This is an optimization exercise on Yosys and OpenROAD, whose aim is small area, a short achievable clock period and few clock cycles per item, not a production implementation. At most, simulation tests tie the RTL to the original design; equivalence was not proved. Power figures rest on the tool's default switching activity, not on a simulated workload.

v6:
==> flow/design.v (excerpt) <==
module fp32_divsqrt (
    input  wire        clk,
    input  wire        rst,
    input  wire        in_valid,
    output wire        in_ready,
    input  wire        in_op,         
    input  wire [31:0] in_a,
    input  wire [31:0] in_b,
    output reg         out_valid,
    output wire [31:0] out_result,
    output wire [3:0]  out_flags      
);
Size in the first run: roughly 770 cells after synthesis, about 110 I/O pins, roughly 0.0060 sq mm of cells after synthesis.
export LEC_CHECK = 0
export CAP_MARGIN = 20
export CORE_MARGIN = 2
export CORE_UTILIZATION = 40
export SLEW_MARGIN = 20
create_clock -name core_clock -period 10.0 [get_ports {clk}]
standard.sh (not shown) runs the stock make flow with config.mk's settings and CLKGATE_MAP_FILE= SYNTH_SCRIPT=/design/flow/synth_recipe.tcl, a recipe that flattens the netlist after the stock synthesis.
==> flow/flow/run.sh <==
#!/bin/bash
# Own layout flow: the standard synthesis, its combinational logic re-mapped
# for area (registers untouched), then the standard layout steps with timing
# repair aimed below the clock period.
set -euo pipefail
MARGIN=6.75
R=orfs/results/$FLOW_PLATFORM/fp32_divsqrt/base
bash standard.sh synth > synth_standard.log 2>&1
bash flow/resyn.sh $R flow > resyn.log 2>&1
rm -f $R/1_synth.odb $R/1_synth.sdc
bash standard.sh synth > synth_odb.log 2>&1
bash standard.sh SETUP_SLACK_MARGIN=$MARGIN BUFFER_PORTS_ARGS="-buffer_cell sky130_fd_sc_hd__buf_1" CTS_ARGS="-sink_clustering_enable -repair_clock_nets -dont_use_dummy_load -buf_list sky130_fd_sc_hd__clkbuf_8" finish > layout.log 2>&1
Other scripts of this flow, unchanged in this note and not shown: flow/flow/abc.constr, flow/flow/minilib.py, flow/flow/resyn.abc, flow/flow/resyn.sh
Testbench counts of v6, summed over its fixed seeds: cycles 62,573, ops 2,400.
diff inputs: v6 => v7
--- a/flow/design.v
+++ b/flow/design.v
@@ -4,31 +4,32 @@
     input  wire        in_valid,
     output wire        in_ready,
     input  wire        in_op,         
     input  wire [31:0] in_a,
     input  wire [31:0] in_b,
     output reg         out_valid,
     output wire [31:0] out_result,
     output wire [3:0]  out_flags      
 );
     reg               busy;
+    reg               rdy;        
     reg               op_r;
     reg               sign_r;
     reg        [4:0]  cnt;
     reg               first;      
     reg               last;       
     reg        [8:0]  exp_r;      
     reg        [25:1] W;
     reg        [24:0] D;          
     reg        [24:0] Q;
     reg        [3:0]  flg;
-    assign in_ready   = !busy;
+    assign in_ready   = rdy;
     assign out_result = {sign_r, exp_r[7:0], Q[22:0]};
     assign out_flags  = flg;
     wire [22:0] fa = in_a[22:0];
     wire [25:0] w_load = !in_op    ? {2'b01, fa, 1'b0} :
                          in_a[23]  ? {2'b00, fa, 1'b0} :
                                      {fa[22], !fa[22], fa[21:0], 2'b00};
     wire [24:0] d_load = in_op ? 25'h0800000 : {in_b[22:0], 2'b00};
     wire [7:0]  eb_in  = in_b[30:23];
     wire [24:0] q_load = {16'd0, eb_in[0], eb_in[1], eb_in[2], eb_in[3],
                           eb_in[4], eb_in[5], eb_in[6], eb_in[7], 1'b1};
@@ -138,26 +139,29 @@
     wire sp = first && sp_hit;
     wire       e_ser = (cnt[4:3] == 2'b10);
     wire       e_y   = op_r ? (cnt[4:1] == 4'b1000) : !Q[10];
     wire       e_a   = exp_r[0];
     wire       e_c   = exp_r[8];
     wire       e_s   = e_a ^ e_y ^ e_c;
     wire       e_co  = (e_a & e_y) | (e_a & e_c) | (e_y & e_c);
     always @(posedge clk) begin
         if (rst) begin
             busy      <= 1'b0;
+            rdy       <= 1'b1;
             out_valid <= 1'b0;
         end else if (!busy) begin
             busy      <= in_valid;
+            rdy       <= !in_valid;
             out_valid <= 1'b0;
         end else begin
             busy      <= !(sp || last);
+            rdy       <= sp || last;
             out_valid <= sp || last;
         end
     end
     always @(posedge clk) begin
         flg <= sp ? sp_flg : {2'b00, r_unf, r_ovf};
         if (!busy) begin
             op_r   <= in_op;
             sign_r <= in_a[31] ^ (in_b[31] & !in_op);
             cnt    <= c_load;
             first  <= 1'b1;
--- outcome ---
On worst hold slack across all endpoints: v7 sits above v6. v7 vs v6, combinational share of power went up by 1.4 points. Comparing v7 and v6, the higher worst setup slack was measured on v7. Comparing chip height for v7 and v6, the smaller number came from v6. v7 vs. v6: clock power share down 0.5 points, final clock skew flat. Relative to v6, the via count of v7 is higher by about 8%. | aggregate routed wire length | lower: v6 |.
For v7, only the layout was checked, not whether the RTL still works.


## trial 14
Another version of the RTL of fp32_divsqrt (not shown whole).
For scale: roughly 860 cells after synthesis, ~110 I/O pins, ~6600 um^2 of cells after synthesis.
==> module fp32_divsqrt, before the edit <==
module fp32_divsqrt (
    input  wire        clk,
    input  wire        rst,
    input  wire        in_valid,
    output wire        in_ready,
    input  wire        in_op,         
    input  wire [31:0] in_a,
    input  wire [31:0] in_b,
    output reg         out_valid,
    output wire [31:0] out_result,
    output wire [3:0]  out_flags      
);
    reg               busy;
    reg               op_r;
    reg               sign_r;
    reg        [4:0]  cnt;
    reg               first;      
    reg               last;       
    reg        [8:0]  exp_r;      
    reg        [25:0] W;
    reg        [24:0] D;          
    reg        [24:0] Q;
    reg        [3:0]  flg;
    assign in_ready   = !busy;
    assign out_result = {sign_r, exp_r[7:0], Q[22:0]};
    assign out_flags  = flg;
    wire [22:0] fa = in_a[22:0];
    wire [25:0] w_load = !in_op    ? {2'b01, fa, 1'b0} :
                         in_a[23]  ? {2'b00, fa, 1'b0} :
                                     {fa[22], !fa[22], fa[21:0], 2'b00};
    wire [24:0] d_load = in_op ? 25'h0800000 : {in_b[22:0], 2'b00};
    wire [7:0]  eb_in  = in_b[30:23];
    wire [24:0] q_load = {16'd0, eb_in[0], eb_in[1], eb_in[2], eb_in[3],
                          eb_in[4], eb_in[5], eb_in[6], eb_in[7], 1'b1};
    wire [8:0]  e_load = in_op ? {in_a[23], 1'b0, in_a[30:24]} : {1'b0, in_a[30:23]};
    wire [4:0]  c_load = in_op ? 5'd23 : 5'd25;
    wire [26:0] S    = {W, 1'b0};
    wire [26:0] T    = {1'b0, 1'b1, D};
    wire        ci   = !last | Q[0];
    wire [27:0] sum  = {1'b0, S} + {1'b0, ~T} + {27'd0, ci};
    wire        s    = sum[27];
    wire [25:0] w_nx = s ? sum[25:0] : S[25:0];
    wire [25:0] dec  = {25'd0, op_r} << cnt;
    wire [24:0] d_nx = (D & ~dec[24:0]) | ({dec[23:0], 1'b0} & {25{s}}) | dec[25:1];
    wire [4:0]  cnt_nx = cnt - 5'd1 - {4'd0, !op_r && cnt == 5'd15 && Q[9]};
    wire        inc = s;
    wire [22:0] ones;
    assign ones[0] = 1'b1;
    genvar gi;
    generate for (gi = 1; gi < 23; gi = gi + 1) begin : g_ones
        assign ones[gi] = ones[gi-1] & Q[gi-1];
    end endgenerate
    wire        carry  = inc & ones[22] & Q[22];
    wire [22:0] frac_r = Q[22:0] ^ (ones & {23{inc}});
    wire        x_big  = (exp_r >= 9'd384);
    wire        x_383  = (exp_r == 9'd383);
    wire        x_le129 = (exp_r <= 9'd129);
    wire        x_129  = (exp_r == 9'd129);
    wire        clamp  = x_big || x_le129;
    wire        r_ovf  = x_big || (x_383 && carry);
    wire        r_unf  = (x_le129 && !x_129) || (x_129 && !carry);
    wire [7:0]  x_dec  = exp_r[7:0] - 8'd1;
    wire [7:0]  r_exp  = r_ovf ? 8'hFF : r_unf ? 8'h00 :
                         carry ? {!exp_r[7], exp_r[6:0]} : {!x_dec[7], x_dec[6:0]};
    wire [22:0] r_frac = clamp ? 23'd0 : frac_r;
    wire       ea0    = exp_r[8];           
    wire [7:0] eb     = Q[8:1];             
    wire       a_frnz = (|W[23:2]) | ((op_r && !ea0) ? W[25] : W[1]);
    wire       b_frnz = |D[24:2];
    wire       a_zero = (exp_r[7:0] == 8'd0) && !(op_r && ea0);
    wire       b_zero = (eb == 8'd0);
    wire       a_max  = (exp_r[6:0] == 7'h7F) && (op_r ? ea0 : exp_r[7]);
    wire       b_max  = (eb == 8'hFF);
    wire       a_inf  = a_max & !a_frnz;
    wire       b_inf  = b_max & !b_frnz;
    wire       a_nan  = a_max & a_frnz;
    wire       b_nan  = b_max & b_frnz;
    reg        sp_hit;
    reg        sp_nan;      
    reg        sp_inf;      
    reg [3:0]  sp_flg;
    always @(*) begin
        sp_hit = 1'b1;
        sp_nan = 1'b0;
        sp_inf = 1'b0;
        sp_flg = 4'b0000;
        if (!op_r) begin
            if (a_nan || b_nan) begin
                sp_nan = 1'b1;
            end else if ((a_zero && b_zero) || (a_inf && b_inf)) begin
                sp_nan = 1'b1;
                sp_flg = 4'b0100;
            end else if (b_zero) begin
                sp_inf = 1'b1;
                if (!a_inf) sp_flg = 4'b1000;
            end else if (a_inf) begin
                sp_inf = 1'b1;
            end else if (b_inf || a_zero) begin
                sp_inf = 1'b0;
            end else begin
                sp_hit = 1'b0;
            end
        end else begin
            if (a_nan) begin
                sp_nan = 1'b1;
            end else if (a_zero) begin
                sp_inf = 1'b0;
            end else if (sign_r) begin
                sp_nan = 1'b1;
                sp_flg = 4'b0100;
            end else if (a_inf) begin
                sp_inf = 1'b1;
            end else begin
                sp_hit = 1'b0;
            end
        end
    end
    wire sp = first && sp_hit;
    wire       e_ser = (cnt[4:3] == 2'b10);
    wire       e_y   = op_r ? (cnt[4:1] == 4'b1000) : !Q[10];
    wire       e_a   = exp_r[0];
    wire       e_c   = exp_r[8];
    wire       e_s   = e_a ^ e_y ^ e_c;
    wire       e_co  = (e_a & e_y) | (e_a & e_c) | (e_y & e_c);
    always @(posedge clk) begin
        if (rst) begin
            busy      <= 1'b0;
            out_valid <= 1'b0;
        end else if (!busy) begin
            busy      <= in_valid;
            out_valid <= 1'b0;
        end else begin
            busy      <= !(sp || last);
            out_valid <= sp || last;
        end
    end
    always @(posedge clk) begin
        flg <= sp ? sp_flg : {2'b00, r_unf, r_ovf};
        if (!busy) begin
            op_r   <= in_op;
            sign_r <= in_a[31] ^ (in_b[31] & !in_op);
            cnt    <= c_load;
            first  <= 1'b1;
            last   <= 1'b0;
            exp_r  <= e_load;
            W      <= w_load;
            D      <= d_load;
            Q      <= q_load;
        end else begin
            cnt    <= cnt_nx;
            first  <= 1'b0;
            last   <= (cnt_nx == 5'd0);
            W      <= w_nx;
            D      <= d_nx;
            if (sp) begin
                Q[22:0]    <= {sp_nan, 22'd0};
                exp_r[7:0] <= (sp_nan || sp_inf) ? 8'hFF : 8'h00;
                if (sp_nan) sign_r <= 1'b0;
            end else if (last) begin
                Q[22:0]    <= r_frac;
                exp_r[7:0] <= r_exp;
            end else begin
                Q <= {Q[23:0], s};
                if (e_ser)                     exp_r <= {e_co, e_s, exp_r[7:1]};
                else if (cnt == 5'd24)         exp_r[8] <= Q[0];
            end
        end
    end
endmodule
==> flow/config.mk <==
export PLATFORM = sky130hd
export DESIGN_NAME = fp32_divsqrt
export DESIGN_NICKNAME = fp32_divsqrt
export VERILOG_FILES = /design/flow/design.v
export SDC_FILE = /design/flow/constraint.sdc
export NUM_CORES = 4
export LEC_CHECK = 0
export CAP_MARGIN = 20
export CORE_MARGIN = 2
export CORE_UTILIZATION = 40
export SLEW_MARGIN = 20
==> flow/constraint.sdc <==
create_clock -name core_clock -period 10.0 [get_ports {clk}]
set_input_delay 2.0000 -clock core_clock [delete_from_list [all_inputs] [get_ports {clk}]]
set_output_delay 2.0000 -clock core_clock [all_outputs]
set_load 0.01 [all_outputs]
==> flow/flow/run.sh <==
#!/bin/bash
# Own layout flow: the standard synthesis, its combinational logic re-mapped
# for area (registers untouched), then the standard layout steps with timing
# repair aimed below the clock period.
set -euo pipefail
MARGIN=6.5
R=orfs/results/$FLOW_PLATFORM/fp32_divsqrt/base
bash standard.sh synth > synth_standard.log 2>&1
bash flow/resyn.sh $R flow > resyn.log 2>&1
rm -f $R/1_synth.odb $R/1_synth.sdc
bash standard.sh synth > synth_odb.log 2>&1
bash standard.sh SETUP_SLACK_MARGIN=$MARGIN BUFFER_PORTS_ARGS="-buffer_cell sky130_fd_sc_hd__buf_1" finish > layout.log 2>&1
Other scripts of this flow, unchanged in this note and not shown: flow/flow/abc.constr, flow/flow/minilib.py, flow/flow/resyn.abc, flow/flow/resyn.sh
Testbench counts of trial 14, summed over its fixed seeds: cycles 62,573, ops 2,400.
[inputs] trial 38 vs trial 14
-- flow/design.v --
<<< trial 14, line 18
    reg               last;       
    reg        [8:0]  exp_r;      
    reg        [25:0] W;
    reg        [24:0] D;          
    reg        [24:0] Q;
>>> trial 38, line 18
    reg               last;       
    reg        [8:0]  exp_r;      
    reg        [25:1] W;
    reg        [24:0] D;          
    reg        [24:0] Q;
<<< trial 14, line 35
    wire [8:0]  e_load = in_op ? {in_a[23], 1'b0, in_a[30:24]} : {1'b0, in_a[30:23]};
    wire [4:0]  c_load = in_op ? 5'd23 : 5'd25;
    wire [26:0] S    = {W, 1'b0};
    wire [26:0] T    = {1'b0, 1'b1, D};
    wire        ci   = !last | Q[0];
    wire [27:0] sum  = {1'b0, S} + {1'b0, ~T} + {27'd0, ci};
    wire        s    = sum[27];
    wire [25:0] w_nx = s ? sum[25:0] : S[25:0];
    wire [25:0] dec  = {25'd0, op_r} << cnt;
    wire [24:0] d_nx = (D & ~dec[24:0]) | ({dec[23:0], 1'b0} & {25{s}}) | dec[25:1];
>>> trial 38, line 35
    wire [8:0]  e_load = in_op ? {in_a[23], 1'b0, in_a[30:24]} : {1'b0, in_a[30:23]};
    wire [4:0]  c_load = in_op ? 5'd23 : 5'd25;
    wire [26:0] S    = {W[25:1], 2'b00};
    wire [26:0] T    = {1'b0, 1'b1, D};
    wire        ci   = !last | Q[0];
    wire [26:0] a_g  = S & ~T;
    wire [26:0] a_p  = S ^ ~T;
    wire [26:0] bg [0:8];
    wire [26:0] bp [0:8];
    assign bg[0] = {a_g[26:1], a_g[0] | (a_p[0] & ci)};
    assign bp[0] = a_p;
    genvar gk, gj;
    generate for (gk = 0; gk < 8; gk = gk + 1) begin : g_bk
        localparam integer SP = (gk < 4) ? (1 << gk) : (1 << (7 - gk));
        for (gj = 0; gj < 27; gj = gj + 1) begin : g_b
            if ((gk < 4) ? (((gj + 1) % (2 * SP)) == 0)
                         : ((((gj + 1) % (2 * SP)) == SP) && (gj > SP))) begin : g_op
                assign bg[gk+1][gj] = bg[gk][gj] | (bp[gk][gj] & bg[gk][gj-SP]);
                assign bp[gk+1][gj] = bp[gk][gj] & bp[gk][gj-SP];
            end else begin : g_pass
                assign bg[gk+1][gj] = bg[gk][gj];
                assign bp[gk+1][gj] = bp[gk][gj];
            end
        end
    end endgenerate
    wire [27:0] sum  = {bg[8][26], a_p ^ {bg[8][25:0], ci}};
    wire        s    = bg[8][26];
    wire [25:1] w_nx = s ? sum[25:1] : S[25:1];
    wire [25:0] dec  = {25'd0, op_r} << cnt;
    wire [24:0] d_nx = (D & ~dec[24:0]) | ({dec[23:0], 1'b0} & {25{s}}) | dec[25:1];
<<< trial 14, line 61
    wire        r_unf  = (x_le129 && !x_129) || (x_129 && !carry);
    wire [7:0]  x_dec  = exp_r[7:0] - 8'd1;
    wire [7:0]  r_exp  = r_ovf ? 8'hFF : r_unf ? 8'h00 :
                         carry ? {!exp_r[7], exp_r[6:0]} : {!x_dec[7], x_dec[6:0]};
    wire [22:0] r_frac = clamp ? 23'd0 : frac_r;
    wire       ea0    = exp_r[8];           
>>> trial 38, line 81
    wire        r_unf  = (x_le129 && !x_129) || (x_129 && !carry);
    wire [7:0]  x_dec  = exp_r[7:0] - 8'd1;
    wire [7:0]  x_inc  = x_dec + {7'd0, carry};
    wire [7:0]  r_exp  = r_ovf ? 8'hFF : r_unf ? 8'h00 : {!x_inc[7], x_inc[6:0]};
    wire [22:0] r_frac = clamp ? 23'd0 : frac_r;
    wire       ea0    = exp_r[8];           
<<< trial 14, line 144
            last   <= 1'b0;
            exp_r  <= e_load;
            W      <= w_load;
            D      <= d_load;
            Q      <= q_load;
>>> trial 38, line 164
            last   <= 1'b0;
            exp_r  <= e_load;
            W      <= w_load[25:1];
            D      <= d_load;
            Q      <= q_load;
==> comparison <==
- Delta(sequential share of power, trial 38 - trial 14) > 0
- Changes observed in trial 38 relative to trial 14: total chip power went down by about 4.4%; number of inverters outside the clock class in the layout up 3; final critical-path share of the clock period about even.
- Compared to trial 14, trial 38 has proportion of total power due to net switching 1.2 points lower.
- In terms of fmax, trial 14 and trial 38 differ only marginally.
- Routed wire length in trial 38 is 12% below trial 14.
- Trial 14 → trial 38: floorplan die area shows a reduction of 6.4%, final area lower, largest voltage drop on the vdd net now smaller.
- Layout overhead on the synthesized area was higher in the run labelled trial 14.
Testbench counts of trial 38, summed over its fixed seeds: cycles 62,573, ops 2,400.

==> port drivers added, routing unchanged <==
In the flow no input, the clock included, has a driving cell. The finished layouts below were timed again as built, in two steps.
Step 1 assumes that a clkbuf_16 drives the clock port and a buf_2 every other input.
Step 2 adds t to the input delays and takes it off the output delays; t is the mean of the earliest and latest rising clock arrival at the registers after step 1. Input paths then give back, and output paths get back, about the clock's delay inside the block.
Slacks: ideal / step 1 / step 2; pairs: ideal / step 1.
| run | shift t [ns] | slack for setup (ns) | worst setup path after step 2 | cell pins on the clock port's net |
|---|---|---|---|---|
| v6 | 0.423 | 6.787 / 6.748 / 6.425 | input to register | 1 |
| v7 | 0.417 | 6.802 / 6.769 / 6.393 | input to register | 1 |
| trial 14 | 0.410 | 6.632 / 6.627 / 6.260 | input to register | 1 |
| trial 38 | 0.403 | 6.639 / 6.639 / 6.487 | input to register | 1 |
After both steps setup and hold are still met in every run listed. The setup slack of v7, which loses most, moves by -0.033 ns with the drivers and by -0.409 ns with both steps.
